Background: an optimization exercise with open tools, aiming at small area, a short achievable clock period and few clock cycles per item. Do not read the settings as production practice.
Only simulation tests tie the RTL to the original design; equivalence was not proved.
No activity file was given, so power comes from the tool's default toggle rates.

<file path="flow/flow/run.sh">
#!/bin/bash
# Layout: the standard flow (standard.sh, all steps), except that
#  - every input and output port is buffered with sky130_fd_sc_hd__buf_1
#    instead of the cell buffer_ports picks by itself;
set -euo pipefail
export BUFFER_PORTS_ARGS="-buffer_cell sky130_fd_sc_hd__buf_1"
export SETUP_SLACK_MARGIN=9.65
bash standard.sh > standard.log 2>&1
</file>
<file path="flow/standard.sh">
#!/bin/bash
# synth_recipe.tcl (not shown) runs the flow's synth.tcl, then flattens the netlist and writes it again
# the make line also repeats each setting of config.mk as NAME=value (left out here)
make -C /OpenROAD-flow-scripts/flow DESIGN_CONFIG=/design/flow/config.mk WORK_HOME=/design/flow/orfs CLKGATE_MAP_FILE= SYNTH_SCRIPT=/design/flow/synth_recipe.tcl "${@:-finish}"
</file>
<file path="flow/config.mk">
export PLATFORM = sky130hd
export DESIGN_NAME = kvx_bal
export DESIGN_NICKNAME = kvx_bal
export VERILOG_FILES = /design/flow/design.v
export SDC_FILE = /design/flow/constraint.sdc
export NUM_CORES = 4
export LEC_CHECK = 0
export ABC_CLOCK_PERIOD_IN_PS = 4300
export CAP_MARGIN = 20
export CORE_MARGIN = 2
export CORE_UTILIZATION = 55
export SLEW_MARGIN = 20
</file>
<file path="flow/constraint.sdc">
create_clock -name core_clock -period 14.0 [get_ports {clk}]
set_input_delay 2.8000 -clock core_clock [delete_from_list [all_inputs] [get_ports {clk}]]
set_output_delay 2.8000 -clock core_clock [all_outputs]
set_load 0.01 [all_outputs]
</file>
<file path="flow/design.v">
module kvx_bal_fetch (
    input  wire [511:0] cur,
    input  wire [31:0]  incl,
    input  wire [2:0]   sel,
    output wire [67:0]  gct,
    output wire [3:0]   ginc
);
    reg [7:0] oh;
    integer j;
    always @(*)
        for (j = 0; j < 8; j = j + 1)
            oh[j] = (sel == j);
    genvar g;
    generate
        for (g = 0; g < 4; g = g + 1) begin : g_grp
            reg [15:0] v;
            reg        on;
            integer    i;
            always @(*) begin
                v  = 16'd0;
                on = 1'b0;
                for (i = 0; i < 8; i = i + 1) begin
                    v  = v  | (cur[128*g + 16*i +: 16] & {16{oh[i] & incl[8*g+i]}});
                    on = on | (incl[8*g+i] & oh[i]);
                end
            end
            assign gct[17*g +: 17] = {on & ~v[15], v[14:0], on};
            assign ginc[g]         = on;
        end
    endgenerate
endmodule
module kvx_bal_p1 (
    input  wire [21:0] acc,
    input  wire [67:0] gct,
    input  wire [3:0]  ginc,
    output wire [21:0] sum,
    output wire [2:0]  cnt
);
    function [43:0] csa;
        input [21:0] a, b, c;
        begin
            csa[21:0]  = a ^ b ^ c;
            csa[43:22] = {((a & b) | (a & c) | (b & c)), 1'b0};
        end
    endfunction
    wire [43:0] l1 = csa({5'd0, gct[16:0]}, {5'd0, gct[33:17]}, {5'd0, gct[50:34]});
    wire [43:0] l2 = csa({5'd0, gct[67:51]}, acc, l1[21:0]);
    wire [43:0] l3 = csa(l1[43:22], l2[21:0], l2[43:22]);
    assign sum = l3[21:0] + l3[43:22];
    assign cnt = ginc[0] + ginc[1] + ginc[2] + ginc[3];
endmodule
module kvx_bal_div2 (
    input  wire [21:0] a,
    input  wire [5:0]  n,        
    input  wire [6:0]  n3,       
    output wire [21:0] y
);
    wire [7:0] e1 = {1'b0, n, 1'b0};
    wire [7:0] e2 = {n, 2'b00};
    wire [7:0] e3 = {n3, 1'b0};
    function [21:0] step;
        input [21:0] v;
        input [7:0]  d1, d2, d3;
        reg   [7:0]  t;
        reg   [8:0]  s1, s2, s3;
        reg   [5:0]  r;
        reg   [1:0]  q;
        begin
            t  = {v[21:16], v[15:14]};
            s1 = {1'b0, t} - {1'b0, d1};
            s2 = {1'b0, t} - {1'b0, d2};
            s3 = {1'b0, t} - {1'b0, d3};
            if (!s3[8])      begin r = s3[5:0]; q = 2'd3; end
            else if (!s2[8]) begin r = s2[5:0]; q = 2'd2; end
            else if (!s1[8]) begin r = s1[5:0]; q = 2'd1; end
            else             begin r = t[5:0];  q = 2'd0; end
            step = {r, v[13:0], q};
        end
    endfunction
    assign y = step(step(a, e1, e2, e3), e1, e2, e3);
endmodule
module kvx_bal_mul (
    input  wire [15:0]        k,
    input  wire signed [16:0] d,
    output wire [34:0]        s,
    output wire [34:0]        cy
);
    wire [18:0] kb = {2'b00, k, 1'b0};
    localparam [34:0] KC = 35'd67109500 - ((35'd1 << 17) * 35'd87381);
    reg [34:0] row [0:8];
    reg [34:0] nrow;
    integer i;
    reg one, two, neg;
    reg [17:0] pp;
    always @(*) begin
        nrow = 35'd0;
        for (i = 0; i < 9; i = i + 1) begin
            one = kb[2*i+1] ^ kb[2*i];
            two = (kb[2*i+2] & ~kb[2*i+1] & ~kb[2*i]) | (~kb[2*i+2] & kb[2*i+1] & kb[2*i]);
            neg = kb[2*i+2] & ~(kb[2*i+1] & kb[2*i]);
            pp  = ({d[16], d} & {18{one}}) | ({d, 1'b0} & {18{two}});
            pp  = pp ^ {18{neg}};
            row[i] = {17'd0, ~pp[17], pp[16:0]} << (2*i);
            nrow[2*i] = neg;
        end
    end
    function [69:0] csa;
        input [34:0] a, b, c;
        begin
            csa[34:0]  = a ^ b ^ c;
            csa[69:35] = {((a & b) | (a & c) | (b & c)), 1'b0};
        end
    endfunction
    wire [69:0] l1a = csa(row[0], row[1], row[2]);
    wire [69:0] l1b = csa(row[3], row[4], row[5]);
    wire [69:0] l1c = csa(row[6], row[7], row[8]);
    wire [69:0] l2a = csa(l1a[34:0], l1a[69:35], l1b[34:0]);
    wire [69:0] l2b = csa(l1b[69:35], l1c[34:0], l1c[69:35]);
    wire [69:0] l2c = csa(nrow, KC, l2a[34:0]);
    wire [69:0] l3a = csa(l2a[69:35], l2b[34:0], l2b[69:35]);
    wire [69:0] l3b = csa(l2c[34:0], l2c[69:35], l3a[34:0]);
    wire [69:0] l4a = csa(l3a[69:35], l3b[34:0], l3b[69:35]);
    assign s  = l4a[34:0];
    assign cy = l4a[69:35];
endmodule
module kvx_bal_q1 (
    input  wire [34:0] ms,
    input  wire [34:0] mc,
    output wire [18:0] w,
    output wire [16:0] h,
    output wire        sh,
    output wire        sl
);
    wire [34:0] u  = ms + mc;                  
    wire [10:0] ls = ms[9:0] + mc[9:0];
    assign h  = ms[26:10] + mc[26:10];
    assign w  = {h, 1'b0} + h + ls[10:3];
    assign sl = u[34] | ~(|u[33:24]);
    assign sh = ~u[34] & (|u[33:27]);
endmodule
module kvx_bal_q2 (
    input  wire [18:0] w,
    output wire [11:0] f
);
    function [47:0] csa;
        input [23:0] a, b, c;
        begin
            csa[23:0]  = a ^ b ^ c;
            csa[47:24] = {((a & b) | (a & c) | (b & c)), 1'b0};
        end
    endfunction
    wire [39:0] w0 = {21'd0, w};
    wire [39:0] r0 = w0 << 19, r1 = w0 << 14, r2 = ~(w0 << 12), r3 = w0 << 8,
                r4 = w0 << 5,  r5 = w0 << 3,  r6 = ~w0;
    wire [47:0] l1a = csa(r0[39:16] | 24'd7, r1[39:16], r2[39:16]);
    wire [47:0] l1b = csa(r3[39:16], r4[39:16], r5[39:16]);
    wire [47:0] l2a = csa(l1a[23:0], l1a[47:24], l1b[23:0]);
    wire [47:0] l2b = csa(l1b[47:24], r6[39:16], l2a[47:24]);
    wire [47:0] l3a = csa(l2a[23:0], l2b[23:0], l2b[47:24]);
    wire [23:0] pr  = l3a[23:0] + l3a[47:24];
    assign f = pr[21:10];
endmodule
module kvx_bal_pa (
    input  wire [15:0] v,        
    input  wire        add,
    input  wire [16:0] h,
    input  wire [11:0] f,
    input  wire        sh,
    input  wire        sl,
    output wire [18:0] s
);
    wire [18:0] sum = {{3{v[15]}}, v} + {2'd0, h} + {7'd0, f} - 19'd67109;
    assign s = !add ? {{3{v[15]}}, v} :
               sh   ? 19'sd131072 :
               sl   ? -19'sd131072 : sum;
endmodule
module kvx_bal_pb (
    input  wire [18:0] s,
    input  wire        clamp,
    input  wire        sub,
    input  wire [15:0] m,
    input  wire [13:0] tmax,
    output wire [15:0] t
);
    wire signed [18:0] ss = s;
    wire signed [14:0] tp = {1'b0, tmax};
    wire signed [15:0] cl = (ss > tp) ? tp : (ss < -tp) ? -tp : ss[15:0];
    wire signed [15:0] sm = s[15:0] - m;
    wire signed [15:0] bv = sub ? sm : s[15:0];
    assign t   = clamp ? cl : bv;
endmodule
module kvx_bal_pm (
    input  wire [15:0] v,
    input  wire        sub,
    input  wire [15:0] m,
    output wire [15:0] t
);
    assign t = v - (m & {16{sub}});
endmodule
module kvx_bal_chk (
    input  wire [15:0] v,
    input  wire [13:0] tmax,
    output wire        bad
);
    wire signed [14:0] tp = {1'b0, tmax};
    assign bad = ($signed(v) >= tp) || ($signed(v) <= -tp);
endmodule
module kvx_bal (
    input  wire         clk,
    input  wire         rst,
    input  wire         cfg_we,
    input  wire [1:0]   cfg_addr,
    input  wire [15:0]  cfg_data,
    input  wire         in_valid,
    output wire         in_ready,
    input  wire [31:0]  in_incl,
    input  wire [511:0] in_cur,
    output reg          out_valid,
    output reg          out_changed,
    output reg          out_bal_err,
    output wire [511:0] out_trims
);
    localparam integer LAT  = 6;              
    localparam integer F2S  = 11;             
    localparam integer P2S  = F2S + LAT;      
    localparam integer D2S  = P2S + 33;       
    localparam integer P3S  = D2S + 4;        
    localparam integer DONE = P3S + 8;        
    reg [15:0]  k_bal;
    reg [13:0]  tmax;
    reg [511:0] ring;
    reg [2:0]   ext;                          
    reg [4:0]   c;
    reg [31:0]  clr;
    reg         busy;
    reg [6:0]   e;
    assign out_trims = ring;
    reg         rdy;                          
    assign in_ready  = rdy;
    wire start = in_valid & ~busy;
    wire        cw_we   = cfg_we;
    wire [1:0]  cw_addr = cfg_addr;
    wire [15:0] cw_data = cfg_data;
    reg  [2:0]  sel;
    reg  [67:0] gr;
    reg  [3:0]  ginc;
    wire [67:0] gct_w;
    wire [3:0]  ginc_w;
    kvx_bal_fetch u_fetch (.cur(in_cur), .incl(in_incl), .sel(sel),
                           .gct(gct_w), .ginc(ginc_w));
    wire [4:0]  c1   = c + 5'd1;
    wire [4:0]  cf   = c + LAT[4:0] + 5'd1;   
    wire [4:0]  c3   = c + 5'd3;
    wire [4:0]  ct   = c + LAT[4:0];   
    wire [6:0]  e1   = e + 7'd1;
    always @(posedge clk) begin
        if (!busy)
            sel <= start ? 3'd1 : 3'd0;
        else if (out_valid)
            sel <= 3'd0;
        else if (e1 <= 7'd6)
            sel <= e1[2:0] + 3'd1;
        else if (e1 >= F2S && e1 < F2S + 32)
            sel <= ~cf[2:0];
        else if (e1 >= P3S - 2 && e1 < P3S + 6)
            sel <= ~c3[2:0];
        else
            sel <= 3'd0;
        gr   <= gct_w;
        ginc <= ginc_w;
    end
    reg  [21:0] acc;
    reg  [5:0]  n;
    reg  [6:0]  n3;
    reg         chg;
    reg  [15:0] iavg;
    wire [21:0] p1sum;
    wire [2:0]  p1cnt;
    kvx_bal_p1 u_p1 (.acc(acc), .gct(gr), .ginc(ginc), .sum(p1sum), .cnt(p1cnt));
    wire [21:0] acc_div;
    kvx_bal_div2 u_div (.a(acc), .n(n), .n3(n3), .y(acc_div));
    reg  [1:0]  tg;
    reg         fw;
    reg  signed [16:0] d1;
    reg         v1;
    reg  [34:0] ms, mc;
    reg         v2;
    reg  [18:0] w3r;
    reg  [16:0] h3r;
    reg         sh3, sl3, v3;
    reg  [11:0] f4;
    reg  [16:0] hq4;
    reg         sh4, sl4, v4;
    reg         v5;
    wire [34:0] mso, mco;
    kvx_bal_mul u_mul (.k(k_bal), .d(d1), .s(mso), .cy(mco));
    wire [18:0] q1w;
    wire [16:0] q1h;
    wire        q1sh, q1sl;
    kvx_bal_q1 u_q1 (.ms(ms), .mc(mc), .w(q1w), .h(q1h), .sh(q1sh), .sl(q1sl));
    wire [11:0] q2f;
    kvx_bal_q2 u_q2 (.w(w3r), .f(q2f));
    wire [16:0] gtm  = gr[17*tg +: 17];
    wire [15:0] gsel = {~gtm[16], gtm[15:1]};    
    always @(posedge clk) begin
        tg   <= ~ct[4:3];
        d1   <= $signed(iavg) - $signed(gsel);
        v1   <= fw & chg & ginc[tg];
        ms   <= mso;
        mc   <= mco;
        v2   <= v1;
        w3r  <= q1w;
        h3r  <= q1h;
        sh3  <= q1sh;
        sl3  <= q1sl;
        v3   <= v2;
        f4   <= q2f;
        hq4  <= h3r;
        sh4  <= sh3;
        sl4  <= sl3;
        v4   <= v3;
        v5   <= v4;
    end
    reg         cl;                         
    reg  [3:0]  do3;                        
    wire [15:0] mm = {~acc[15], acc[14:0]};
    wire [15:0] s30 = cl ? 16'd0 : ring[16*30 +: 16];
    wire [18:0] s31n;
    kvx_bal_pa u_pa (.v(s30), .add(v4), .h(hq4), .f(f4), .sh(sh4), .sl(sl4), .s(s31n));
    wire [15:0] pt [0:3];
    kvx_bal_pb u_pb (.s({ext, ring[16*31 +: 16]}), .clamp(v5), .sub(do3[3]), .m(mm),
                     .tmax(tmax), .t(pt[3]));
    genvar gj;
    generate
        for (gj = 0; gj < 3; gj = gj + 1) begin : g_pm
            kvx_bal_pm u_pm (.v(ring[16*(8*gj+7) +: 16]), .sub(do3[gj]), .m(mm),
                             .t(pt[gj]));
        end
    endgenerate
    reg vt;
    integer s;
    always @(posedge clk) begin
        for (s = 1; s < 31; s = s + 1)
            if (s % 8 != 0)
                ring[16*s +: 16] <= ring[16*(s-1) +: 16];
        {ext, ring[16*31 +: 16]} <= s31n;
        ring[16*8  +: 16] <= pt[0];
        ring[16*16 +: 16] <= pt[1];
        ring[16*24 +: 16] <= pt[2];
        ring[0     +: 16] <= pt[3];
        vt <= v5;
    end
    wire [4:0] pn  = ~c1;                       
    wire [4:0] pn0 = ~c1 - 5'd1;                
    wire       w3n = busy && chg && e1 >= P3S && e1 < P3S + 8;
    integer    j;
    always @(posedge clk) begin
        cl <= clr[pn0];
        for (j = 0; j < 4; j = j + 1)
            do3[j] <= w3n & ginc[pn[4:3] + j[1:0] + 2'd1];
        fw <= busy && e1 >= F2S + 1 && e1 < F2S + 33;
    end
    always @(posedge clk) begin
        if (rst) begin
            k_bal       <= 16'd0;
            tmax        <= 14'd0;
            c           <= 5'd0;
            clr         <= 32'hFFFF_FFFF;
            busy        <= 1'b0;
            rdy         <= 1'b1;
            e           <= 7'd0;
            out_valid   <= 1'b0;
            out_changed <= 1'b0;
            out_bal_err <= 1'b0;
            chg         <= 1'b0;
        end else begin
            if (cw_we && cw_addr == 2'd3)
                c <= 5'd1;
            else
                c <= c1;
            if (cl)
                clr[~c - 5'd1] <= 1'b0;
            if (cw_we) begin
                case (cw_addr)
                    2'd0: k_bal <= cw_data;
                    2'd1: tmax  <= cw_data[13:0];
                    2'd2: clr[cw_data[4:0]] <= 1'b1;
                    default: clr <= 32'hFFFF_FFFF;
                endcase
            end
            out_valid <= busy && !out_valid && e >= DONE - 1 && c == 5'd31;
            if (start) begin
                busy <= 1'b1;
                rdy  <= 1'b0;
                e    <= 7'd0;
            end else if (busy) begin
                if (out_valid) begin
                    busy <= 1'b0;
                    rdy  <= 1'b1;
                end
                if (e != 7'h7F)
                    e <= e1;
            end
            if (busy && e == 7'd8) begin
                chg         <= (n >= 6'd2);
                out_changed <= (n >= 6'd2);
            end
            if (busy && e == P3S)
                out_bal_err <= errn | (chg & (~ea[17] | eb[17]));
        end
    end
    reg         errn;
    reg  [15:0] tmx, tmn;
    wire        bad0;
    kvx_bal_chk u_chk (.v(ring[15:0]), .tmax(tmax), .bad(bad0));
    wire signed [17:0] ea = $signed(tmx) - $signed(mm) - $signed({4'd0, tmax});
    wire signed [17:0] eb = $signed(tmn) - $signed(mm) + $signed({4'd0, tmax}) - 18'sd1;
    always @(posedge clk) begin
        if (busy && e == P2S) begin
            errn <= 1'b0;
            tmx  <= 16'h8000;
            tmn  <= 16'h7FFF;
        end else if (busy && e > P2S && e <= P2S + 32) begin
            if (vt) begin
                if ($signed(ring[15:0]) > $signed(tmx))
                    tmx <= ring[15:0];
                if ($signed(ring[15:0]) < $signed(tmn))
                    tmn <= ring[15:0];
            end else if (bad0)
                errn <= 1'b1;
        end
    end
    always @(posedge clk) begin
        if (!busy) begin
            acc <= 22'd0;
            n   <= 6'd0;
            n3  <= 7'd0;
        end else if (e < 7'd8) begin
            acc <= p1sum;
            n   <= n + p1cnt;
            n3  <= n3 + p1cnt + {p1cnt, 1'b0};
        end else if (e < 7'd12) begin
            acc <= acc_div;
        end else if (e == P2S) begin
            acc <= 22'd0;
        end else if (e > P2S && e <= P2S + 32) begin
            if (vt)
                acc <= acc + {~ring[15], ring[14:0], 1'b1};
        end else if (e >= D2S && e < D2S + 4) begin
            acc <= acc_div;
        end
        if (busy && e == 7'd11)
            iavg <= {~acc_div[15], acc_div[14:0]};
    end
endmodule
</file>
==> results list, run 1 <==
* Outcome: finished clean
- Total routing resource utilization after global routing: 46.2%
* Area of the die: 96900 um^2
* Fillers: 7356
- Antenna violations before repair: 64
- In this run the static leakage power is 26.1 nW.
- At the later pin of the worst-skew pair, clock insertion delay measures 730 ps.
- Average wire per cell in the routed design: 30.0 um
- Iteration-0 DRC Markers: 6381
- Area growth from synthesis to final layout: 18.9%
- After layout, the worst path uses 31.3% of the clock period.
* Arrival time of data at the critical path endpoint: 5000 ps
- Number of optimization iterations in the first detailed-route pass: 7
* Met1 usage: 55.6%
* Gr ovfl total: 0
- Share of Yosys cell area claimed by the top area cell type: 34.5%
- Endpoints failing hold: 0
- Vias in the first global route: 45800
- Most used standard cells in the synthesized netlist: dfxtp_1 (896), inv_1 (630), ha_1 (527)
- First-pass GRT wire length: 324000 um
* Met2 usage in global routing: 68.8%
* Combined area of all synthesized cells: 51900 um^2
- Final #Nets: 7771
- Count of distinct cell types in the synthesized netlist: 102
* Biggest fanout along the worst timing path: 7
* Dominant cell type by area after synthesis: dfxtp_1
- Summing the areas of all and, or, nand and nor instances in the mapped netlist gives 10.8% of the synthesized area.
- For this run, design rule violations remaining after detail routing come to 0.
- Compound-cell area share of the yosys netlist: 16.6%
* Max-cap check violation count: 0
* Clk pin slew, worst setup/hold paths: 70 ps
- Horizontal die dimension: 311 um
- Post-route cell area: 61800 um^2
- Most repeated cell in the gate-level netlist after synthesis: dfxtp_1
- Once routing completed, OpenROAD measured the worst setup slack at 9620 ps.
- STA classifies the critical path endpoint as a flip-flop.
- Row generation in the floorplan step produced 112 rows.
- Combinational family with the most area after synthesis: adder cells
- Synthesized instance count: 5357
- The worst setup path is launched from a flip-flop.
- After detailed routing, the number of vias per cell comes to 6.24.
- Number of enable flip-flop cells after synthesis: 16
- Measured against the total synthesized area, the mux share comes to 1.63%.
- Summed over all failing endpoints, the final setup total negative slack is 0 ps.
* Fraction of final layout cells with drive strength greater than 1: 8.69%
- Final Max Tran Viols: 0
- Finished Layout Cells: 7763
- For this design the ratio of total power to cell area is 297 nW/um^2.
* Clock Tree Root: clkbuf_16
- Hpwl dp: 187000 um
- Hold repair after CTS inserted 0 buffers.
- Worst Tran Pin Value: 1190 ps
- Setup repair after global routing could not meet its margin everywhere.
* Number of antenna-violating nets in the routed design: 0
- Adder-cell share of the synthesized area: 23.4%
* Async set or reset register ratio after synthesis: 0%
- Kind of critical path: flip-flop to flip-flop
- In this run, CTS created clock tree buffers numbering 93.
- Across all layers, the routed design uses 48400 vias.
- Worst EP required: 14610 ps
- Area after DPL: 57000 um^2
* GR Layer Usage met3: 18.9%
- Summing the areas of all xor and xnor instances in the mapped netlist gives 5.70% of the synthesized area.
- In this run, synthesis produced a sequential element count of 912.
- VDD sags by at most 0.000402 V.
- Setup slack at placement: 9070 ps
- Clock tree synthesis found a total of 912 sinks.
- Hold/Removal Path Class: flip-flop to flip-flop
* Final setup viols: 0
- In this run, placement finished with an instance count of 7501.
- Maximum clock frequency: 228 MHz
* Total nets after synthesis: 6729
* Final worst clock skew: 59.7 ps
- Cell types occupying the most area after synthesis: dfxtp_1 (35%), ha_1 (13%), fa_1 (11%)
- Post-synthesis area per instance: 9.70 um^2
- From bottom edge to top edge, the die measures 311 um.
- Most used routing layer in global routing: met2
- The most used flip-flop cell after synthesis is dfxtp_1.
- Count of H-tree levels built during CTS: 3
- The longest clock path from root to sink contains 3 buffers.
* Final RePlAce weighted congestion: 1.29
* Relative slew margins: 20.6%
- Sequential element share of the synthesized area: 35.5%
- TritonCTS clock tree: yes
- Std-Cell Core Area: 93500 um^2
* Count of buffers from port buffering: 1081
- Pin placement for this block handled 1082 I/O pins.
- Final min period: 4390 ps
* Drt total wl: 233000 um
- Count of warnings emitted by yosys: 7
- Entering global routing, the biggest net connects 39 pins.
- Initial Util: 55.6%
-- placed cells by master (no fill, tap or decap), drive strengths merged, types with 55 or more instances in the layout --
master  instances
a21oi         208
a22oi         359
and2           61
buf          1174
clkbuf        119
dfxtp         896
fa            279
ha            527
inv           633
nand2         386
nand3          78
nand4          74
nor2          246
nor2b          72
nor3           63
o211ai         55
o21ai         169
xnor2         219
xor2          119
-- cells by family (layout without fill, tap and decap cells) --
group                    after synthesis  in the layout
flip-flops                           912            912
adder cells (fa/ha/maj)              806            806
other                                  0             34
AO/OA/AOI/OAI                       1224           1224
buffers and inverters                864           1982
multiplexers                          49             49
XOR/XNOR                             338            338
AND/OR/NAND/NOR                     1164           1164
-- final cells by class --
class	count	area, um^2	area share (%)
sequential	912	18600	30.1
multi-input combinational	3581	30900	50.1
timing repair buffer	1177	4800	7.77
clock buffer	116	2530	4.10
clock inverter	55	877	1.42
antenna	34	85.1	0.138
inverter	634	2410	3.90
tap	1254	1570	2.54
-- sequential cells by signal (all words and copies together) (netlist names), 17 cells and up --
signal,cells
acc,22
h3r,17
hq4,17
ring,512
w3r,19
gr,65
ms,32
d1,17
clr,32
mc,31
-- power by group --
group,switching [mW],internal (mW),leakage (nW)
combinational,6.53,4.87,16.9
sequential,0.805,3.41,7.57
clock,1.14,1.60,1.66
total,8.48,9.88,26.1
-- stage by stage --
step           hold slack, ps  utilization, %  power [mW]
2_1_floorplan             310               -        11.1
3_3_place_gp              310            61.0        13.7
3_5_place_dp              312            61.0        14.0
4_1_cts                   325            65.2        17.3
5_1_grt                   322            66.0        19.5
6_report                  324            66.1        18.4
-- repair_timing --
item / CTS / global route
buffers inserted: 23 / 33
pin swaps: 27 / 60
setup endpoints to repair: 101 / 67
resized for setup: 143 / 132
-- final timing paths --
path,startpoint,end,slack [ps],cells after the start
max,ginc[1],acc[19],9620,14
min,h3r[3],hq4[3],320,0
max reg2reg,ginc[1],acc[19],9620,14
min reg2reg,h3r[3],hq4[3],320,0
-- worst max-delay path: stages, from the launching register on --
cell	delay, ps
dfxtp_1	620
fa_1	520
fa_1	450
fa_1	450
ha_4	210
a211oi_2	210
o21bai_1	130
or3_4	370
a211oi_4	260
nor3b_2	90
or3_4	380
a21oi_4	190
o22ai_2	100
a221oi_2	240
o22ai_1	100
-- per-layer routing --
metal / vias to the layer above / wire, um
met3: 861 / 31800
met5: - / 557
met4: 34 / 17600
met2: 3441 / 99600
met1: 23300 / 83400
li1: 20700 / -
Testbench counts, summed over its fixed seeds: cycles 82,016, items 1,280.
==> inputs of run 2 (changes only) <==
--- a/flow/design.v
+++ b/flow/design.v
@@ -305,21 +305,21 @@
     always @(posedge clk) begin
         tg   <= ~ct[4:3];
         d1   <= $signed(iavg) - $signed(gsel);
-        v1   <= fw & chg & ginc[tg];
+        v1   <= fw & chg & ginc[tg] & ~rst;
         ms   <= mso;
         mc   <= mco;
-        v2   <= v1;
+        v2   <= v1 & ~rst;
         w3r  <= q1w;
         h3r  <= q1h;
         sh3  <= q1sh;
         sl3  <= q1sl;
-        v3   <= v2;
+        v3   <= v2 & ~rst;
         f4   <= q2f;
         hq4  <= h3r;
         sh4  <= sh3;
         sl4  <= sl3;
-        v4   <= v3;
-        v5   <= v4;
+        v4   <= v3 & ~rst;
+        v5   <= v4 & ~rst;
     end
     reg         cl;                         
     reg  [3:0]  do3;                        
--- a/flow/flow/run.sh
+++ b/flow/flow/run.sh
@@ -4,5 +4,5 @@
 #    instead of the cell buffer_ports picks by itself;
 set -euo pipefail
 export BUFFER_PORTS_ARGS="-buffer_cell sky130_fd_sc_hd__buf_1"
-export SETUP_SLACK_MARGIN=9.65
+export SETUP_SLACK_MARGIN=9.4
 bash standard.sh > standard.log 2>&1
==> results list, run 2 <==
* Outcome: finished clean
- Placed Instances: 7490 (-0.15%)
- Simple-Gate Fraction of Synth Area: 11.0% (+0.17 points)
- Cell types occupying the most area after synthesis: dfxtp_1 (35%), ha_1 (13%), fa_1 (11%)
- Vert. Die Dim: 311 um (about the same)
- Count of distinct cell types in the synthesized netlist: 94 (-7.8%)
- The compound-gate portion of the synthesized area came to 15.7% (-0.84 points).
- Hpwl dp: 179000 um (-3.9%)
- Worst reg2reg path startpoint: acc[18]
- The wire length of the first global-routing pass is 310000 um (-4.3%).
* Max reg flops: 512 (unchanged)
* Startpoint Class: flip-flop
* Final Max Tran Viols: 0 (unchanged)
* Antenna violations before repair: 44 (-31%)
- The arithmetic-cell share of the synthesized area counting full adders, half adders and majority gates came to 23.5% (about the same).
- CTS Buffer Depth: 3 (unchanged)
- The initial core utilization was 55.5% (about the same).
* Pin count of the biggest net entering global routing: 45 (+15%)
- Cells on worst reg2reg path: 16 (+2)
- The per-cell routed wire length came to 28.7 um (-4.2%).
- The proportion of netlist area held by the largest area contributor was 34.6% (about the same).
- The sum of negative setup slack was 0 ps (unchanged).
* Clock sink count: 912 (unchanged)
- Max-cap check violation count: 0 (unchanged)
- Hold/Removal Path Class: flip-flop to flip-flop
- Arrival time of data at the critical path endpoint: 1780 ps (-3220 ps)
- Most used cells in the layout excluding fill and tap cells: buf_1 (1079), dfxtp_1 (873), inv_1 (600), ha_1 (526)
- Overall power after layout: 17.1 mW (-6.8%)
- Gr ovfl total: 0 (unchanged)
- Clk pin slew, worst setup/hold paths: 70 ps (about the same)
- The largest total area in the synthesized netlist belongs to dfxtp_1.
- Traced cell by cell, the critical path runs through buf_1.
- The minimum setup slack among reg-to-reg paths is 9460 ps (-150 ps).
- Sequential element share of the synthesized area: 35.5% (about the same)
- The clock period minus final worst setup slack is 4580 ps (+193 ps).
* Worst Tran Pin Value: 1280 ps (+90.0 ps)
- Broken down by cell family, the worst path's largest delay share belongs to flip-flops.
* Final setup viols: 0 (unchanged)
- Number of optimization iterations in the first detailed-route pass: 8 (+1)
- Capturing element type of the critical path: primary output
* Count of H-tree levels built during CTS: 3 (unchanged)
- For this design, the slowest cell found on the critical path is dfxtp_1.
- The proportion of layout cells with a drive suffix above 1 was 5.67% (-3.0 points).
- Final RePlAce weighted congestion: 1.04 (-20%)
- The full die area is 96800 um^2 (about the same).
- The achievable clock frequency is 218 MHz (-4.2%).
- The total of warnings raised by yosys came to 7 (unchanged).
- Total routing resource utilization after global routing: 44.2% (-2.1 points)
* Critical hold path startpoint: h3r[14]
- The multiplexer share of the synthesized area is 2.23% (+0.60 points).
* Final worst clock skew: 49.3 ps (-10.4 ps)
- Share of the clock period used by the worst path after layout: 32.7% (+1.4 points)
- CP bufs+invs: 1 (+1)
- Reg with most FFs: ring
* Main synth FF type: dfxtp_1
* Leakage dissipation: 26.0 nW (-0.55%)
- Commonest non-fill, non-tap cell in the layout: buf_1
- The worst-path maximum fanout is 6 (-1).
* Endpoints failing hold: 0 (unchanged)
- The net count after synthesis was 6705 (-0.36%).
- Parity-gate share of the synthesized area counting xor and xnor cells: 5.92% (+0.22 points)
- The area inside the core boundary was 93500 um^2 (unchanged).
- CTS Buf Count: 92 (-1.1%)
* DRC errors left: 0 (unchanged)
- Total of flip-flops plus latches after synthesis: 912 (unchanged)
- The via count of the first global-routing pass is 43800 (-4.4%).
- The clock network latency to the later pin of the worst-skew pair was 720 ps (about the same).
- The count of cell instances traversed by the critical path came to 1 (-13).
- The worst ir drop on vdd is 0.000369 V (-8.2%).
- The number of standard cells after synthesis came to 5333 (-0.45%).
- Clock tree synthesis selected as its root buffer the cell clkbuf_16.
- The floorplan die width came to 311 um (about the same).
* Drt total wl: 221000 um (-5.0%)
- Number of antenna-violating nets in the routed design: 0 (unchanged)
- Iteration-0 DRC Markers: 5420 (-15%)
- In the final layout, the registers with the most flip-flops are ring: 512 flops, gr: 65 flops.
* WHS Path Cells: 0 (unchanged)
* Number of enable flip-flop cells after synthesis: 16 (unchanged)
* Most used standard cells in the synthesized netlist: dfxtp_1 (896), inv_1 (604), ha_1 (527)
- The proportion of synthesized flip-flops having asynchronous set or reset is 0% (unchanged).
* CP startpoint: ring[502]
- TritonCTS clock tree: yes
* Via count: 46600 (-3.7%)
* Finished Layout Cells: 7701 (-0.80%)
- The post-synthesis instance area came to 51900 um^2 (about the same).
- Final #Nets: 7719 (-0.67%)
- Post-synthesis area per instance: 9.73 um^2 (+0.37%)
- Count of buffers from port buffering: 1081 (unchanged)
- Worst EP required: 11200 ps (-3410 ps)
- The delay contributed by the slowest stage of the critical path is 790 ps (+170 ps).
* Routed vias/inst: 6.05 (-2.9%)
- Worst setup margin: 9420 ps (-193 ps)
- Most repeated cell in the gate-level netlist after synthesis: dfxtp_1
- Setup repair after global routing could not meet its margin everywhere.
- The number of top-level pins came to 1082 (unchanged).
- The row count was 112 (unchanged).
- Area growth from synthesis to final layout: 17.0%
- Power density over the cells: 282 nW/um^2 (-5.1%)
* Fillers: 7754 (+5.4%)
* Combinational family with the most area after synthesis: adder cells
- Setup slack at placement: 8890 ps (-184 ps)
- Relative slew margins: 14.8% (-5.8 points)
* # hold bufs at CTS: 0 (unchanged)
- By startpoint and endpoint, the worst setup path is classified as flip-flop to primary output.
run 2: cell count changes after synthesis, moves of 13 or more:
| cell | before | now |
|---|---|---|
| o21ai_1 | 46 | 18 |
| o21ai_0 | 123 | 153 |
| inv_1 | 630 | 604 |
| a21oi_1 | 207 | 194 |
| nand2_1 | 386 | 358 |
| a31oi_1 | 18 | 38 |
| a21o_1 | 54 | 73 |
| o211ai_1 | 54 | 14 |
| a211oi_1 | 43 | 29 |
| nand4_1 | 74 | 92 |
| xor2_1 | 119 | 133 |
| mux2i_1 | 15 | 46 |
run 2: what timing repair did:
item / 4_1_cts / 5_1_grt
resized for setup: 31 / 34
gates cloned: 0 / 1
setup buffers: 6 / 10
setup endpoints to repair: 54 / 52
pin swaps: 8 / 21
run 2: cell type report:
type	count	area, um^2	share of cell area (%)
repair buffers	1153	4600	7.58
well taps	1254	1570	2.58
flip-flops and latches	912	18500	30.4
clock buffers	110	2470	4.07
multi-input cells	3580	30500	50.2
diodes	22	55.1	0.0907
clock inverters	62	823	1.36
inverters	608	2290	3.77
run 2: cells by family (layout without fill, tap and decap cells):
logic type / after synthesis / in the layout
XOR/XNOR: 351 / 351
flip-flops: 912 / 912
AND/OR/NAND/NOR: 1174 / 1174
AO/OA/AOI/OAI: 1169 / 1170
adder cells (fa/ha/maj): 806 / 806
other: 0 / 22
buffers and inverters: 842 / 1933
multiplexers: 79 / 79
run 2: power by group:
group          switching [mW]  internal, mW  total, mW  leakage (nW)
clock network            1.17          1.50       2.66          1.59
logic                    5.99          4.38       10.4          16.9
registers               0.736          3.35       4.09          7.53
total                    7.89          9.23       17.1          26.0
run 2: path summary, 6_finish.rpt:
| path | endpoint |
|---|---|
| worst max register to register | acc[17] |
| worst min register to register | hq4[14] |
| worst max-delay path | out_trims[502] |
| worst min-delay path | hq4[14] |
run 2: routing by layer:
metal  GRT usage, %  routed length (um)  part of all wire (%)
met2           65.8               95100                    43
met4           23.6               14100                   6.4
met1           56.3               84400                    38
met3           15.4               27600                    12
met5              0                 168                 0.076
run 2: metrics by stage:
| step | area, um^2 | utilization, % | hold slack, ps |
|---|---|---|---|
| 2_1_floorplan | 51900 | - | 310 |
| 3_3_place_gp | 57100 | 61.0 | 310 |
| 3_5_place_dp | 57100 | 61.0 | 313 |
| 4_1_cts | 60500 | 64.7 | 296 |
| 5_1_grt | 60700 | 64.9 | 308 |
| 6_report | 60700 | 65.0 | 293 |
Testbench counts of run 2, summed over its fixed seeds: cycles 82,016, items 1,280.
==> inputs of run 3 (changes only) <==
--- a/flow/flow/run.sh
+++ b/flow/flow/run.sh
@@ -4,5 +4,5 @@
 #    instead of the cell buffer_ports picks by itself;
 set -euo pipefail
 export BUFFER_PORTS_ARGS="-buffer_cell sky130_fd_sc_hd__buf_1"
-export SETUP_SLACK_MARGIN=9.4
+export SETUP_SLACK_MARGIN=9.85
 bash standard.sh > standard.log 2>&1
==> results list, run 3 <==
* Vias in the first global route: 45500 (+3.9%)
- Series of cell instances along the critical path: fa_1, inv_1, fa_2, fa_1, fa_1, inv_1, ha_1, and4b_1, o2111a_1, o2111ai_2, a21o_1, nand3_2, buf_4, buf_4, buf_4, buf_4, buf_4, a21oi_2, nor2_1
* Kind of critical path: flip-flop to flip-flop
- The cell that appears most often on the critical path is buf_4.
- The delay contributed by the slowest stage of the critical path is 530 ps (-260 ps).
- The library cells used most frequently in the layout, excluding fill and tap cells, are buf_1 (1002), dfxtp_1 (733), inv_1 (589), ha_1 (514), a22oi_1 (357).
- Most repeated cell in the gate-level netlist after synthesis: dfxtp_1
- Share of total power in the clock network: 14.8% (-0.8 points)
- Count of distinct cell types in the synthesized netlist: 94 (unchanged)
- Routed vias/inst: 6.14 (+1.4%)
* Total of flip-flops plus latches after synthesis: 912 (unchanged)
* Worst EP required: 14600 ps (+3400 ps)
* Pin count of the biggest net entering global routing: 53 (+18%)
- The worst setup path is launched from a flip-flop.
- Dominant cell type by area after synthesis: dfxtp_1
- Total nets after synthesis: 6705 (unchanged)
* Max reg flops: 512 (unchanged)
* Share of the clock period used by the worst path after layout: 32.2% (-0.48 points)
- The final antenna-violating net count is 0 (unchanged).
- The overall routing resource usage came to 45.1% (+0.96 points).
- The vertical extent of the die was 311 um (unchanged).
- Net Sw Frac: 45.6% (-0.48 points)
- Relative slew margins: 21.7% (+7.0 points)
* Internal Power: 9.93 mW (+7.6%)
- The per-instance average area after synthesis is 9.73 um^2 (unchanged).
- The total of warnings raised by yosys is 7 (unchanged).
- Library cell contributing the largest single delay on the critical path: fa_1
- The worst-path maximum fanout is 2 (-4).
* Critical hold path startpoint: h3r[3]
* Fraction of final layout cells with drive strength greater than 1: 11.5% (+5.9 points)
- Area growth from synthesis to final layout: 20.5%
- Clock Latency Late Sink: 720 ps (about the same)
- Portion of total power attributed to sequential cells: 22.7% (-1.2 points)
* # hold bufs at CTS: 0 (unchanged)
- CTS Buf Count: 93 (+1.1%)
- The sum of negative setup slack is 0 ps (unchanged).
- The worst hold path cell count came to 0 (unchanged).
- The proportion of netlist area held by the largest area contributor is 34.6% (unchanged).
- Final worst clock skew: 55.0 ps (+5.64 ps)
- Final min period: 4510 ps (-67.8 ps)
* Hold/Removal Path Class: flip-flop to flip-flop
- Row Count: 112 (unchanged)
- Fin util: 66.9% (+2.0 points)
* Count of buffers from port buffering: 1081 (unchanged)
- The remaining global-route overflow is 0 (unchanged).
* Final RePlAce weighted congestion: 1.08 (+4.6%)
- Initial Util: 55.5% (unchanged)
* Most used standard cells in the synthesized netlist: dfxtp_1 (896), inv_1 (604), ha_1 (527)
- The worst setup path is captured at a flip-flop.
- The startpoint identified for the worst register-to-register timing path is w3r[9].
- Reg with most FFs: ring
- First-pass GRT wire length: 317000 um (+2.3%)
* Number of enable flip-flop cells after synthesis: 16 (unchanged)
- The minimum setup slack among reg-to-reg paths came to 9490 ps (+30 ps).
- Worst hold-check slack: 322 ps (+28.7 ps)
- Combined area of all synthesized cells: 51900 um^2 (unchanged)
- The full die area came to 96800 um^2 (unchanged).
- The achievable clock frequency was 222 MHz (+1.5%).
- The total clock sinks was 912 (unchanged).
- In the synthesized netlist the dominant register cell turns out to be dfxtp_1.
* Largest registers: ring: 512 flops, gr: 65 flops
- The post-DP HPWL is 182000 um (+1.2%).
- Iteration-0 DRC Markers: 5523 (+1.9%)
* Sequential element share of the synthesized area: 35.5% (unchanged)
- The length of the first detailed-routing pass in iterations is 6 (-2).
* Io pins: 1082 (unchanged)
- The library cell used most frequently in the layout, excluding fill and tap cells, is buf_1.
* Maximum ir drop on the vdd rail: 0.000443 V (+20%)
* Count of H-tree levels built during CTS: 3 (unchanged)
- Reg-to-reg endpoint: f4[7]
- The data arrival time of the worst path was 5110 ps (+3330 ps).
* Power density over the cells: 292 nW/um^2 (+3.5%)
* Synthesized instance count: 5333 (unchanged)
- Setup repair after global routing could not meet its margin everywhere.
* Clock Tree Root: clkbuf_16
* Final setup viols: 0 (unchanged)
* Fillers: 7331 (-5.5%)
- Async set or reset register ratio after synthesis: 0% (unchanged)
* Leakage dissipation: 27.0 nW (+3.7%)
- The CTS clock-pin slew for the worst setup and hold paths came to 70 ps (about the same).
* Cells on worst reg2reg path: 19 (+3)
- The net count of the finished layout came to 7804 (+1.1%).
- The post-placement cell count was 7485 (-0.067%).
* Endpoints failing hold: 0 (unchanged)
- Worst hold endpoint: hq4[3]
* Average wire per cell in the routed design: 29.3 um (+1.8%)
* Drt total wl: 228000 um (+3.0%)
* Via count: 47800 (+2.5%)
- Part of the total power dissipated in combinational logic: 62.6% (+2.1 points)
- The flow ran to the end and the layout has no timing, DRC or antenna violations.
* Final Max Tran Viols: 0 (unchanged)
- After synthesis, the cell types taking the most area are dfxtp_1 (35%), ha_1 (13%), fa_1 (11%).
- The floorplan die width is 311 um (unchanged).
- The transition at the pin with the smallest max-transition slack is 1140 ps (-134 ps).
* DRC errors left: 0 (unchanged)
* Switching component of the power: 8.32 mW (+5.5%)
* Std-Cell Core Area: 93500 um^2 (unchanged)
- Finished Layout Cells: 7785 (+1.1%)
* Antenna violations before repair: 49 (+11%)
- The total of max-cap violations was 0 (unchanged).
- The number of buffers on the longest clock path is 3 (unchanged).
- TritonCTS clock tree: yes
## run 3: changes by cell type in the layout (fill, tap and decap cells not counted), moves of 16 or more
cell / change
buf_6: +16
dfxtp_1: -140
dfxtp_2: +80
buf_4: +83
dfxtp_4: +60
buf_2: +44
buf_1: -77
## run 3: area by class of cell
| class | instances | area (um^2) | share of cell area (%) |
|---|---|---|---|
| multi-input cells | 3582 | 31000 | 49.6 |
| repair buffers | 1235 | 5430 | 8.69 |
| well taps | 1254 | 1570 | 2.51 |
| clock buffers | 118 | 2570 | 4.11 |
| diodes | 20 | 50.0 | 0.0800 |
| inverters | 608 | 2320 | 3.71 |
| flip-flops and latches | 912 | 18800 | 30.0 |
| clock inverters | 56 | 796 | 1.27 |
## run 3: through the flow
stage                     instance area [um^2]  setup WS (ps)  total power [mW]
after floorplan                          52000           9740              11.1
after global placement                   57100           8980              13.7
after detailed placement                 57100           8840              13.9
after CTS                                61500           9550              17.2
after global routing                     62500           9310              19.5
final                                    62600           9490              18.3
## run 3: per-layer routing
metal	routed length, um	GRT usage, %	share of wire (%)
met5	167	0	0.073
met4	16700	27.0	7.3
met3	30100	16.9	13
met2	96800	66.6	42
met1	84200	56.3	37
## run 3: power by group through the flow
stage / Clock [mW] / Combinational (mW) / Sequential (mW)
final: 2.70 / 11.4 / 4.14
after global placement: 0 / 9.53 / 4.13
after CTS: 2.71 / 10.4 / 4.08
after floorplan: 0 / 7.20 / 3.87
after detailed placement: 0 / 9.77 / 4.14
after global routing: 2.81 / 12.6 / 4.15
## run 3: cell families after synthesis
| kind of cell | synth area share, % |
|---|---|
| AND/OR/NAND/NOR | 11.0 |
| AO/OA/AOI/OAI | 15.7 |
| flip-flops | 35.5 |
| buffers and inverters | 6.14 |
| adder cells (fa/ha/maj) | 23.5 |
| XOR/XNOR | 5.92 |
| multiplexers | 2.23 |
## run 3: worst max-delay path, delay by kind of cell (launching register included)
family / cells / cell delay [ps]
fa+ha+maj: 5 / 2080
compound gates: 4 / 840
buf+inv: 7 / 730
simple gates: 3 / 380
flops: 1 / 350
## run 3: how the worst max path moves through the flow
stage | startpoint | endpoint | cells after the start
6_report | w3r[9] | f4[7] | 19
3_3_place_gp | acc[15] | acc[17] | 17
4_1_cts | w3r[9] | f4[11] | 17
2_1_floorplan | w3r[9] | f4[11] | 17
5_1_grt | w3r[9] | f4[7] | 19
3_5_place_dp | acc[15] | acc[17] | 17
## run 3: timing repair
item	4_1_cts	5_1_grt
endpoints found under the setup margin	211	112
setup buffers	55	48
cloned	2	1
pin swaps	28	54
gates resized for setup	310	169
==> inputs of run 4 (changes only) <==
--- a/flow/flow/run.sh
+++ b/flow/flow/run.sh
@@ -4,5 +4,5 @@
 #    instead of the cell buffer_ports picks by itself;
 set -euo pipefail
 export BUFFER_PORTS_ARGS="-buffer_cell sky130_fd_sc_hd__buf_1"
-export SETUP_SLACK_MARGIN=9.85
+export SETUP_SLACK_MARGIN=9.65
 bash standard.sh > standard.log 2>&1
==> results list, run 4 <==
* Gr ovfl total: 0 (unchanged)
- The worst ir drop on vdd is 0.000375 V (-16%).
- The clock network latency to the later pin of the worst-skew pair was 720 ps (about the same).
- Leakage dissipation: 26.1 nW (-3.2%)
* Area growth from synthesis to final layout: 17.8%
- The proportion of synthesized flip-flops having asynchronous set or reset is 0% (unchanged).
* Share of total power in the clock network: 14.8% (about the same)
- The worst hold slack is 325 ps (+3.74 ps).
- Synthesized instance count: 5333 (unchanged)
* Biggest fanout along the worst timing path: 2 (unchanged)
- TritonCTS clock tree: yes
- Part of the total power dissipated in combinational logic: 61.7% (-0.9 points)
* Sequential element share of the synthesized area: 35.5% (unchanged)
- The quantity of hold-fixing buffers added after cts was 0 (unchanged).
* Cell types occupying the most area after synthesis: dfxtp_1 (35%), ha_1 (13%), fa_1 (11%)
- The number of standard cells in the layout, taps in and fillers out came to 7719 (-0.85%).
- Final worst clock skew: 58.8 ps (+3.88 ps)
- The flip-flop count of the largest register, all copies and words added came to 512 (unchanged).
- The tree is rooted in a clkbuf_16.
- In the final layout, the registers with the most flip-flops are ring: 512 flops, gr: 65 flops.
- Worst setup margin: 9560 ps (+66.0 ps)
* DRC errors left: 0 (unchanged)
* Final #Nets: 7734 (-0.90%)
* Hpwl dp: 180000 um (-1.1%)
* Pin count of the biggest net entering global routing: 45 (-15%)
- The clock period minus final worst setup slack came to 4440 ps (-66.0 ps).
* Area of the die: 96800 um^2 (unchanged)
* Power density over the cells: 286 nW/um^2 (-1.9%)
* Initial Util: 55.5% (unchanged)
- The final RePlAce weighted congestion is 1.09 (+0.68%).
- Placed Instances: 7485 (unchanged)
- Count of buffers from port buffering: 1081 (unchanged)
- In this design, the largest share of critical-path delay is due to adder cells.
- The final antenna-violating net count was 0 (unchanged).
* Overall power after layout: 17.5 mW (-4.2%)
- Final setup viols: 0 (unchanged)
- Most used cells in the layout excluding fill and tap cells: buf_1 (1071), dfxtp_1 (823), inv_1 (594), ha_1 (516), a22oi_1 (358)
* Kind of critical path: flip-flop to flip-flop
- Switching component of the power: 7.98 mW (-4.1%)
- CTS Buffer Depth: 3 (unchanged)
- Via count: 47000 (-1.6%)
- The number of storage elements in the synthesis netlist came to 912 (unchanged).
* Routed vias/inst: 6.09 (-0.81%)
- The proportion of layout cells with a drive suffix above 1 came to 7.21% (-4.3 points).
- The post-placement cell area is 57100 um^2 (about the same).
- Portion of total power attributed to sequential cells: 23.4% (+0.7 points)
* Internal Power: 9.51 mW (-4.2%)
* Count of distinct cell types in the synthesized netlist: 94 (unchanged)
- Hold/Removal Path Class: flip-flop to flip-flop
- The run finished with no timing, DRC or antenna violations.
* Total routing resource utilization after global routing: 44.5% (-0.67 points)
- The area inside the core boundary was 93500 um^2 (unchanged).
- Iteration-0 DRC Markers: 5566 (+0.78%)
- The number of inserted filler cells in the final layout is 7697 (+5.0%).
- Yosys instantiated no cell more often than dfxtp_1.
* Reg with most FFs: ring
* Horizontal die dimension: 311 um (unchanged)
- The sum of negative setup slack was 0 ps (unchanged).
* Library cell contributing the largest single delay on the critical path: fa_1
- Main synth FF type: dfxtp_1
* Max-cap check violation count: 0 (unchanged)
- Total nets after synthesis: 6705 (unchanged)
- The post-route cell area was 61100 um^2 (-2.3%).
* Share of Yosys cell area claimed by the top area cell type: 34.6% (unchanged)
* Worst Tran Pin Value: 1190 ps (+44.6 ps)
- The wire length of the first global-routing pass was 311000 um (-1.9%).
- The worst setup path is captured at a flip-flop.
* Clk pin slew, worst setup/hold paths: 70 ps (about the same)
* Antenna violations before repair: 58 (+18%)
- Final Max Tran Viols: 0 (unchanged)
- The data arrival time of the worst path was 5080 ps (-30 ps).
* Io pins: 1082 (unchanged)
* Combined area of all synthesized cells: 51900 um^2 (unchanged)
- The vertical extent of the die is 311 um (unchanged).
- The portion of the clock cycle consumed by the worst path in the final layout came to 31.7% (-0.47 points).
* CP bufs+invs: 2 (-5)
- The most numerous cell type found on the critical path is fa_1.
* Vias in the first global route: 44200 (-2.8%)
- Drt total wl: 223000 um (-2.0%)
* Setup slack at placement: 8930 ps (+87.7 ps)
- Net Sw Frac: 45.6% (about the same)
- The row count came to 112 (unchanged).
- The library cell used most frequently in the layout, excluding fill and tap cells, is buf_1.
- The required time of the worst setup path came to 14640 ps (+40 ps).
* CP max stage delay: 540 ps (about the same)
- The per-cell routed wire length was 28.9 um (-1.1%).
- The signal on the critical path passes through fa_1, inv_2, fa_2, fa_1, fa_1, inv_1, ha_1, and4b_1, o2111a_1, o2111ai_2, a21o_1, nand3_2, and3_4, o31a_1, o21a_1, nor2_1, xnor2_1.
- The final core area utilization was 65.4% (-1.5 points).
- Number of enable flip-flop cells after synthesis: 16 (unchanged)
- Count of H-tree levels built during CTS: 3 (unchanged)
- Dominant cell type by area after synthesis: dfxtp_1
- The total of warnings raised by yosys is 7 (unchanged).
- The achievable clock frequency was 225 MHz (+1.5%).
- The total clock sinks is 912 (unchanged).
- RSZ-0062 raised after global routing: true
- Endpoints failing hold: 0 (unchanged)
* Relative slew margins: 20.7% (-1.0 points)
- CTS Buf Count: 90 (-3.2%)
- Post-synthesis area per instance: 9.73 um^2 (unchanged)
- After synthesis, the most frequently instantiated cells are dfxtp_1 (896), inv_1 (604), ha_1 (527).
- Startpoint Class: flip-flop
* Number of optimization iterations in the first detailed-route pass: 7 (+1)
run 4: cell counts after synthesis:
Identical to the previous run, type by type.
run 4: layer usage:
layer	up-vias	part of all wire [%]	global-route usage (%)
met4	32	7.0	27.6
met1	22700	38	55.7
li1	20600	-	-
met2	3014	43	65.3
met3	692	12	16.0
met5	-	0.21	0
run 4: final timing paths:
kind | startpoint | endpoint | slack (ps) | cells past startpoint
max | w3r[9] | f4[11] | 9560 | 17
min | h3r[10] | hq4[10] | 330 | 0
min reg2reg | h3r[10] | hq4[10] | 330 | 0
max reg2reg | w3r[9] | f4[11] | 9560 | 17
run 4: worst reg2reg max path, cell delays in order (launching register included):
cell and delay [ps]:
dfxtp_4 350, fa_1 540, inv_2 40, fa_2 330
fa_1 460, fa_1 490, inv_1 40, ha_1 250
and4b_1 170, o2111a_1 270, o2111ai_2 240, a21o_1 200
nand3_2 80, and3_4 170, o31a_1 270, o21a_1 200
nor2_1 130, xnor2_1 140
run 4: layout make-up:
type | count | area [um^2] | share of cell area, %
antenna | 30 | 75.1 | 0.123
inverter | 608 | 2300 | 3.77
sequential | 912 | 18600 | 30.3
clock buffer | 121 | 2550 | 4.17
tap | 1254 | 1570 | 2.57
timing repair buffer | 1169 | 4760 | 7.79
clock inverter | 44 | 629 | 1.03
multi-input combinational | 3581 | 30700 | 50.2
run 4: kinds of logic (layout without fill, tap and decap cells):
logic type               Yosys count  after routing  share of synthesized area [%]
AO/OA/AOI/OAI                   1169           1171                           15.7
XOR/XNOR                         351            351                           5.92
adder cells (fa/ha/maj)          806            806                           23.5
buffers and inverters            842           1942                           6.14
flip-flops                       912            912                           35.5
multiplexers                      79             79                           2.23
other                              0             30                              0
AND/OR/NAND/NOR                 1174           1174                           11.0
run 4: power by group through the flow:
stage / clock [mW] / sequential (mW) / combinational (mW)
2_1_floorplan: 0 / 3.87 / 7.17
3_3_place_gp: 0 / 4.08 / 9.57
5_1_grt: 2.69 / 4.13 / 11.9
3_5_place_dp: 0 / 4.09 / 9.75
6_report: 2.59 / 4.10 / 10.8
4_1_cts: 2.60 / 4.06 / 10.2
run 4: repair_timing:
action / 4_1_cts / 5_1_grt
pin swaps: 27 / 40
cloned: 2 / 0
setup endpoints to repair: 115 / 51
gates resized for setup: 112 / 73
buffers inserted: 16 / 21
==> inputs of run 5 (changes only) <==
--- a/flow/config.mk
+++ b/flow/config.mk
@@ -9,4 +9,5 @@
 export CAP_MARGIN = 20
 export CORE_MARGIN = 2
 export CORE_UTILIZATION = 55
+export CTS_BUF_LIST = sky130_fd_sc_hd__clkbuf_8
 export SLEW_MARGIN = 20
==> results list, run 5 <==
- Outcome: finished clean
- The number of levels the H-tree was split into came to 4 (+1).
- Clock Tree Root: clkbuf_8
- Initial Util: 55.5% (unchanged)
- Main synth FF type: dfxtp_1
- The sequential fraction of the synthesis area is 35.5% (unchanged).
- Gr ovfl total: 0 (unchanged)
* Library cell contributing the largest single delay on the critical path: fa_1
- Overall power after layout: 17.6 mW (+0.42%)
- Io pins: 1082 (unchanged)
- ring holds more flip-flops than any other register.
- Dominant cell type by area after synthesis: dfxtp_1
- Vias in the first global route: 44900 (+1.6%)
- Final Max Tran Viols: 0 (unchanged)
- The final RePlAce weighted congestion came to 1.09 (unchanged).
- The total power per unit cell area is 285 nW/um^2 (-0.52%).
- Kind of critical path: flip-flop to flip-flop
- The TritonCTS buffer count came to 145 (+61%).
- Final worst clock skew: 51.3 ps (-7.57 ps)
- The required time of the worst setup path was 14760 ps (+120 ps).
* Hpwl dp: 180000 um (unchanged)
* Maximum clock frequency: 224 MHz (-0.39%)
* Count of warnings emitted by yosys: 7 (unchanged)
- Area growth from synthesis to final layout: 18.9%
- Clock Latency Late Sink: 890 ps (+170 ps)
- Final min period: 4460 ps (+17.4 ps)
- Final #Nets: 7830 (+1.2%)
* Clk pin slew, worst setup/hold paths: 70 ps (about the same)
* Part of the total power dissipated in combinational logic: 62.7% (+1.0 points)
- By count the netlist is led by dfxtp_1 (896), inv_1 (604), ha_1 (527).
* Hold/Removal Path Class: flip-flop to flip-flop
- Leakage dissipation: 26.8 nW (+2.5%)
* Cell types occupying the most area after synthesis: dfxtp_1 (35%), ha_1 (13%), fa_1 (11%)
* Net Sw Frac: 46.2% (+0.59 points)
- The total wire length was 225000 um (+0.72%).
- Vert. Die Dim: 311 um (unchanged)
- Arrival time of data at the critical path endpoint: 5220 ps (+140 ps)
* RSZ-0062 raised after global routing: true
* Post-synthesis area per instance: 9.73 um^2 (unchanged)
- Count of buffers from port buffering: 1081 (unchanged)
- Combined area of all synthesized cells: 51900 um^2 (unchanged)
- The number of antenna violations at the first check in global routing came to 60 (+3.4%).
- The wire length of the first global-routing pass is 313000 um (+0.68%).
- The number of synthesized flops with an enable pin is 16 (unchanged).
* Relative slew margins: 20.1% (-0.65 points)
- The number of buffers on the longest clock path was 3 (unchanged).
- The worst setup path is captured at a flip-flop.
* Synthesized instance count: 5333 (unchanged)
* Final setup viols: 0 (unchanged)
- The switching power total was 8.12 mW (+1.7%).
- Max-cap check violation count: 0 (unchanged)
- STA classifies the critical path startpoint as a flip-flop.
* Maximum ir drop on the vdd rail: 0.000382 V (+2.0%)
- Portion of total power attributed to sequential cells: 23.1% (-0.3 points)
- The fraction of power consumed by the clock network came to 14.2% (-0.6 points).
- Largest registers: ring: 512 flops, gr: 65 flops
- Row Count: 112 (unchanged)
* Number of antenna-violating nets in the routed design: 0 (unchanged)
- The area inside the core boundary came to 93500 um^2 (unchanged).
* Via count: 47700 (+1.4%)
* Fraction of final layout cells with drive strength greater than 1: 10.2% (+2.9 points)
- The portion of the clock cycle consumed by the worst path in the final layout came to 31.9% (+0.12 points).
* CP max stage delay: 540 ps (about the same)
- The net count after synthesis was 6705 (unchanged).
* Most used cell along the critical path: buf_6
- The flip-flop count of the largest register, all copies and words added came to 512 (unchanged).
- Endpoints failing hold: 0 (unchanged)
- Series of cell instances along the critical path: fa_1, inv_2, fa_2, fa_1, fa_1, inv_1, ha_1, and4b_1, o2111a_1, o2111ai_2, a21o_1, nand3_2, buf_4, buf_6, buf_6, buf_6, buf_6, buf_6, a21oi_2, nor2_1
- The worst-path maximum fanout came to 2 (unchanged).
- The number of DRC violations after detailed-routing iteration 0 came to 5851 (+5.1%).
- Total routing resource utilization after global routing: 44.9% (+0.38 points)
- TritonCTS clock tree: yes
- Async set or reset register ratio after synthesis: 0% (unchanged)
- Leaving out fill and tap cells, the most frequent cell in the layout is buf_1.
- Horizontal die dimension: 311 um (unchanged)
* Clock sink count: 912 (unchanged)
* Fillers: 7636 (-0.79%)
- Total of flip-flops plus latches after synthesis: 912 (unchanged)
- Routed vias/inst: 6.07 (-0.38%)
- Area of the die: 96800 um^2 (unchanged)
- Internal Power: 9.45 mW (-0.67%)
- DRC errors left: 0 (unchanged)
- The maximum number of pins on one net before global-route repair was 45 (unchanged).
* Worst Tran Pin Value: 1190 ps (+0.605 ps)
- Most used cells in the layout excluding fill and tap cells: buf_1 (1037), dfxtp_1 (777), inv_1 (626), ha_1 (517), a22oi_1 (358)
- Average wire per cell in the routed design: 28.6 um (-1.1%)
* Setup tns final: 0 ps (unchanged)
- The proportion of netlist area held by the largest area contributor is 34.6% (unchanged).
- Count of distinct cell types in the synthesized netlist: 94 (unchanged)
- Number of optimization iterations in the first detailed-route pass: 6 (-1)
- Most repeated cell in the gate-level netlist after synthesis: dfxtp_1
-- run 5: cell counts after synthesis --
Identical to the previous run, type by type.
-- run 5: power by group through the flow --
stage | combinational, mW | clock, mW | sequential, mW
5_1_grt | 12.1 | 2.61 | 4.09
6_report | 11.0 | 2.49 | 4.06
2_1_floorplan | 7.17 | 0 | 3.87
3_3_place_gp | 9.57 | 0 | 4.08
4_1_cts | 10.2 | 2.50 | 4.03
3_5_place_dp | 9.75 | 0 | 4.09
-- run 5: worst max-delay path, delay by kind of cell (launching register included) --
kind | cells | cell delay, ps
AO/OA/AOI/OAI | 4 | 860
adder cells (fa/ha/maj) | 5 | 2070
buffers and inverters | 8 | 740
flip-flops | 1 | 350
AND/OR/NAND/NOR | 3 | 310
-- run 5: final timing paths --
check / start / to / slack [ps] / depth (start not counted)
worst min-delay path: h3r[10] / hq4[10] / 320 / 0
worst min register to register: h3r[10] / hq4[10] / 320 / 0
worst max register to register: w3r[9] / f4[7] / 9540 / 20
worst max-delay path: w3r[9] / f4[7] / 9540 / 20
-- run 5: metal layers --
metal / GRT usage, % / wire, um / part of all wire, % / up-vias
li1: - / - / - / 20800
met1: 55.9 / 84100 / 37 / 23000
met2: 65.7 / 95300 / 42 / 3112
met3: 16.7 / 29100 / 13 / 763
met4: 27.8 / 16300 / 7.3 / 34
met5: 0 / 197 / 0.088 / -
-- run 5: per-stage QoR --
stage	std cells	util [%]	hold slack [ps]	worst slack, ps	cell area (um^2)
3_3_place_gp	7485	61.0	310	9040	57100
3_5_place_dp	7485	61.0	313	8930	57100
4_1_cts	7798	65.3	319	9490	61100
6_report	7857	66.0	318	9540	61700
2_1_floorplan	5333	-	310	9680	51900
5_1_grt	7840	66.0	321	9400	61700
-- run 5: cell families after synthesis --
| kind of cell | count (synthesis) | share of synthesized area [%] |
|---|---|---|
| compound gates | 1169 | 15.7 |
| xor+xnor | 351 | 5.92 |
| fa+ha+maj | 806 | 23.5 |
| mux | 79 | 2.23 |
| simple gates | 1174 | 11.0 |
| buf+inv | 842 | 6.14 |
| flops | 912 | 35.5 |
-- run 5: layout make-up --
type                    count  area (um^2)  share of cell area, %
multi-input cells        3581        30700                   49.7
clock inverters            89          754                   1.22
repair buffers           1210         5160                   8.36
inverters                 608         2310                   3.75
diodes                     24         60.1                 0.0973
flip-flops and latches    912        18700                   30.3
clock buffers             179         2460                   3.99
well taps                1254         1570                   2.54
-- run 5: timing repair --
item / 4_1_cts / 5_1_grt
cloned: 2 / 0
hold buffers: 0 / 0
setup endpoints to repair: 170 / 65
pin swaps: 29 / 42
setup buffers: 43 / 35
resized for setup: 237 / 83
==> inputs of run 6 (changes only) <==
--- a/flow/config.mk
+++ b/flow/config.mk
@@ -9,5 +9,6 @@
 export CAP_MARGIN = 20
 export CORE_MARGIN = 2
 export CORE_UTILIZATION = 55
-export CTS_BUF_LIST = sky130_fd_sc_hd__clkbuf_8
+export CTS_CLUSTER_DIAMETER = 100
+export CTS_CLUSTER_SIZE = 30
 export SLEW_MARGIN = 20
==> results list, run 6 <==
- Total of flip-flops plus latches after synthesis: 912 (unchanged)
* Max reg flops: 512 (unchanged)
- The switching power total was 7.70 mW (-5.1%).
* Cell types occupying the most area after synthesis: dfxtp_1 (35%), ha_1 (13%), fa_1 (11%)
* Commonest non-fill, non-tap cell in the layout: buf_1
- The per-cell routed wire length came to 28.8 um (+0.69%).
* Share of the clock period used by the worst path after layout: 31.6% (-0.24 points)
- The register area was 18500 um^2 (-0.96%).
* Synthesized instance count: 5333 (unchanged)
- Horizontal die dimension: 311 um (unchanged)
* Capturing element type of the critical path: flip-flop
* RSZ-0062 raised after global routing: true
- The largest registers in the layout are ring: 512 flops, gr: 65 flops.
- The CTS clock-pin slew for the worst setup and hold paths was 110 ps (+40 ps).
- The post-placement cell area came to 57100 um^2 (unchanged).
- Gr ovfl total: 0 (unchanged)
* Post-synthesis area per instance: 9.73 um^2 (unchanged)
- The row count is 112 (unchanged).
- Count of warnings emitted by yosys: 7 (unchanged)
- The number of levels the H-tree was split into was 2 (-2).
- The post-synthesis instance area is 51900 um^2 (unchanged).
* Total nets after synthesis: 6705 (unchanged)
- Biggest fanout along the worst timing path: 2 (unchanged)
- Outcome: finished clean
* CP startpoint: w3r[12]
- The total of endpoints with negative setup slack in the final report was 0 (unchanged).
* Antenna violations before repair: 63 (+5.0%)
- The transition at the pin with the smallest max-transition slack is 1220 ps (+32.2 ps).
* Share of Yosys cell area claimed by the top area cell type: 34.6% (unchanged)
- The tightest min-delay check is of the flip-flop to flip-flop type.
* Share of total power in the clock network: 9.3% (-4.9 points)
* Fillers: 7937 (+3.9%)
- Post-route cell area: 59300 um^2 (-3.9%)
- Maximum clock frequency: 226 MHz (+0.76%)
- The total power per unit cell area came to 276 nW/um^2 (-3.1%).
- Reg with most FFs: ring
- TritonCTS built the clock tree.
- Count of distinct cell types in the synthesized netlist: 94 (unchanged)
* Number of enable flip-flop cells after synthesis: 16 (unchanged)
* Endpoints failing hold: 0 (unchanged)
- Clock Tree Root: clkbuf_16
- Max-cap check violation count: 0 (unchanged)
- The quantity of hold-fixing buffers added after cts is 0 (unchanged).
- Kind of critical path: flip-flop to flip-flop
- The area occupied by multi-input gates came to 30700 um^2 (about the same).
- The sequential fraction of the synthesis area came to 35.5% (unchanged).
- Area growth from synthesis to final layout: 14.2%
* Worst EP required: 14550 ps (-210 ps)
- Slack of the worst reg-to-reg path: 9570 ps (+30 ps)
- CTS Buffer Depth: 3 (unchanged)
- The clock period minus final worst setup slack came to 4430 ps (-33.7 ps).
- Relative slew margins: 17.9% (-2.2 points)
- The worst register-to-register path begins at w3r[12].
- Internal Power: 8.65 mW (-8.4%)
* Iteration-0 DRC Markers: 5510 (-5.8%)
* Overall power after layout: 16.4 mW (-6.9%)
- Initial Util: 55.5% (unchanged)
- Critical path endpoint: f4[7]
* Area of the die: 96800 um^2 (unchanged)
- Fin util: 63.4% (-2.6 points)
* Drt total wl: 220000 um (-2.3%)
* Most repeated cell in the gate-level netlist after synthesis: dfxtp_1
- Count of buffers from port buffering: 1081 (unchanged)
- Net Sw Frac: 47.1% (+0.88 points)
- Vert. Die Dim: 311 um (unchanged)
* Total routing resource utilization after global routing: 43.7% (-1.2 points)
- The via count came to 46600 (-2.3%).
- The via count of the first global-routing pass came to 43400 (-3.4%).
- The final antenna-violating net count was 0 (unchanged).
* DRC errors left: 0 (unchanged)
* Clock Latency Late Sink: 670 ps (-220 ps)
-- run 6: cell counts after synthesis --
Identical to the previous run, type by type.
-- run 6: stage by stage --
stage	hold WS [ps]	setup WS, ps	cells
after floorplan	310	9680	5333
after global placement	310	9040	7485
after detailed placement	313	8930	7485
after CTS	339	9490	7566
after global routing	343	9400	7599
final	339	9570	7620
-- run 6: logic make-up after synthesis --
logic type | after synthesis | share of synthesized area, %
xor+xnor | 351 | 5.92
fa+ha+maj | 806 | 23.5
mux | 79 | 2.23
flops | 912 | 35.5
buf+inv | 842 | 6.14
compound gates | 1169 | 15.7
simple gates | 1174 | 11.0
-- run 6: worst min path at each step --
stage                  from       to  slack (ps)  cells after the start
CTS                 h3r[16]  hq4[16]         340                      0
detailed placement  h3r[16]  hq4[16]         310                      0
global placement    h3r[15]  hq4[15]         310                      0
finish               h3r[6]   hq4[6]         340                      0
global route         h3r[6]   hq4[6]         340                      0
floorplan            h3r[0]   hq4[0]         310                      0
-- run 6: worst max-delay path: stages, from the launching register on --
cell and delay [ps]:
dfxtp_4 370, fa_1 540, inv_2 40, fa_2 330, fa_1 460, fa_1 490
inv_1 40, ha_1 250, and4b_1 170, o2111a_1 260, o2111ai_2 240, a21o_1 200
nand3_2 80, buf_4 150, buf_6 100, buf_4 120, buf_6 100, buf_6 100
buf_6 100, a21oi_2 120, nor2_1 60
-- run 6: what timing repair did --
item,in CTS,in global routing
setup buffers,16,25
resized for setup,95,78
setup endpoints to repair,107,60
pin swaps,28,40
cloned,2,0
-- run 6: area by class of cell --
| type | count | area share (%) |
|---|---|---|
| multi-input cells | 3581 | 51.8 |
| clock inverters | 19 | 0.468 |
| diodes | 29 | 0.122 |
| flip-flops and latches | 912 | 31.2 |
| inverters | 608 | 3.89 |
| clock buffers | 44 | 1.79 |
| well taps | 1254 | 2.65 |
| repair buffers | 1173 | 8.06 |
-- run 6: per-layer routing --
| layer | global-route usage (%) | wire length (um) |
|---|---|---|
| met2 | 64.7 | 93400 |
| met4 | 25.1 | 15500 |
| met5 | 0 | 231 |
| met1 | 55.7 | 83200 |
| met3 | 14.4 | 27400 |
-- run 6: power groups by stage --
stage	clock [mW]	combinational (mW)	sequential (mW)
5_1_grt	1.60	11.9	4.11
2_1_floorplan	0	7.17	3.87
3_3_place_gp	0	9.57	4.08
4_1_cts	1.52	10.2	4.04
6_report	1.51	10.8	4.08
3_5_place_dp	0	9.75	4.09

## what the ideal ports hide
How much do the figures lean on ideal ports? The routed layouts below were timed once more, with nothing changed but the port constraints. Step 1: set_driving_cell puts a clkbuf_16 on clk and a buf_2 on each other input, an assumption about the parent block. Step 2, shift: input delay + t, output delay - t, t = (earliest + latest rising clock arrival at the registers) / 2. This alone moves slack from input paths to output paths. Three values: no drivers, after step 1, after step 2; two values: the first two.
run | shift t [ns] | setup slack, ns
run 1 | 0.772 | 9.615 / 9.567 / 9.082
run 2 | 0.767 | 9.422 / 9.347 / 9.000
run 3 | 0.768 | 9.490 / 9.490 / 9.265
run 4 | 0.768 | 9.556 / 9.556 / 9.064
run 5 | 0.931 | 9.538 / 9.538 / 9.045
run 6 | 0.720 | 9.572 / 9.547 / 9.133
After both steps every run listed still meets setup and hold.
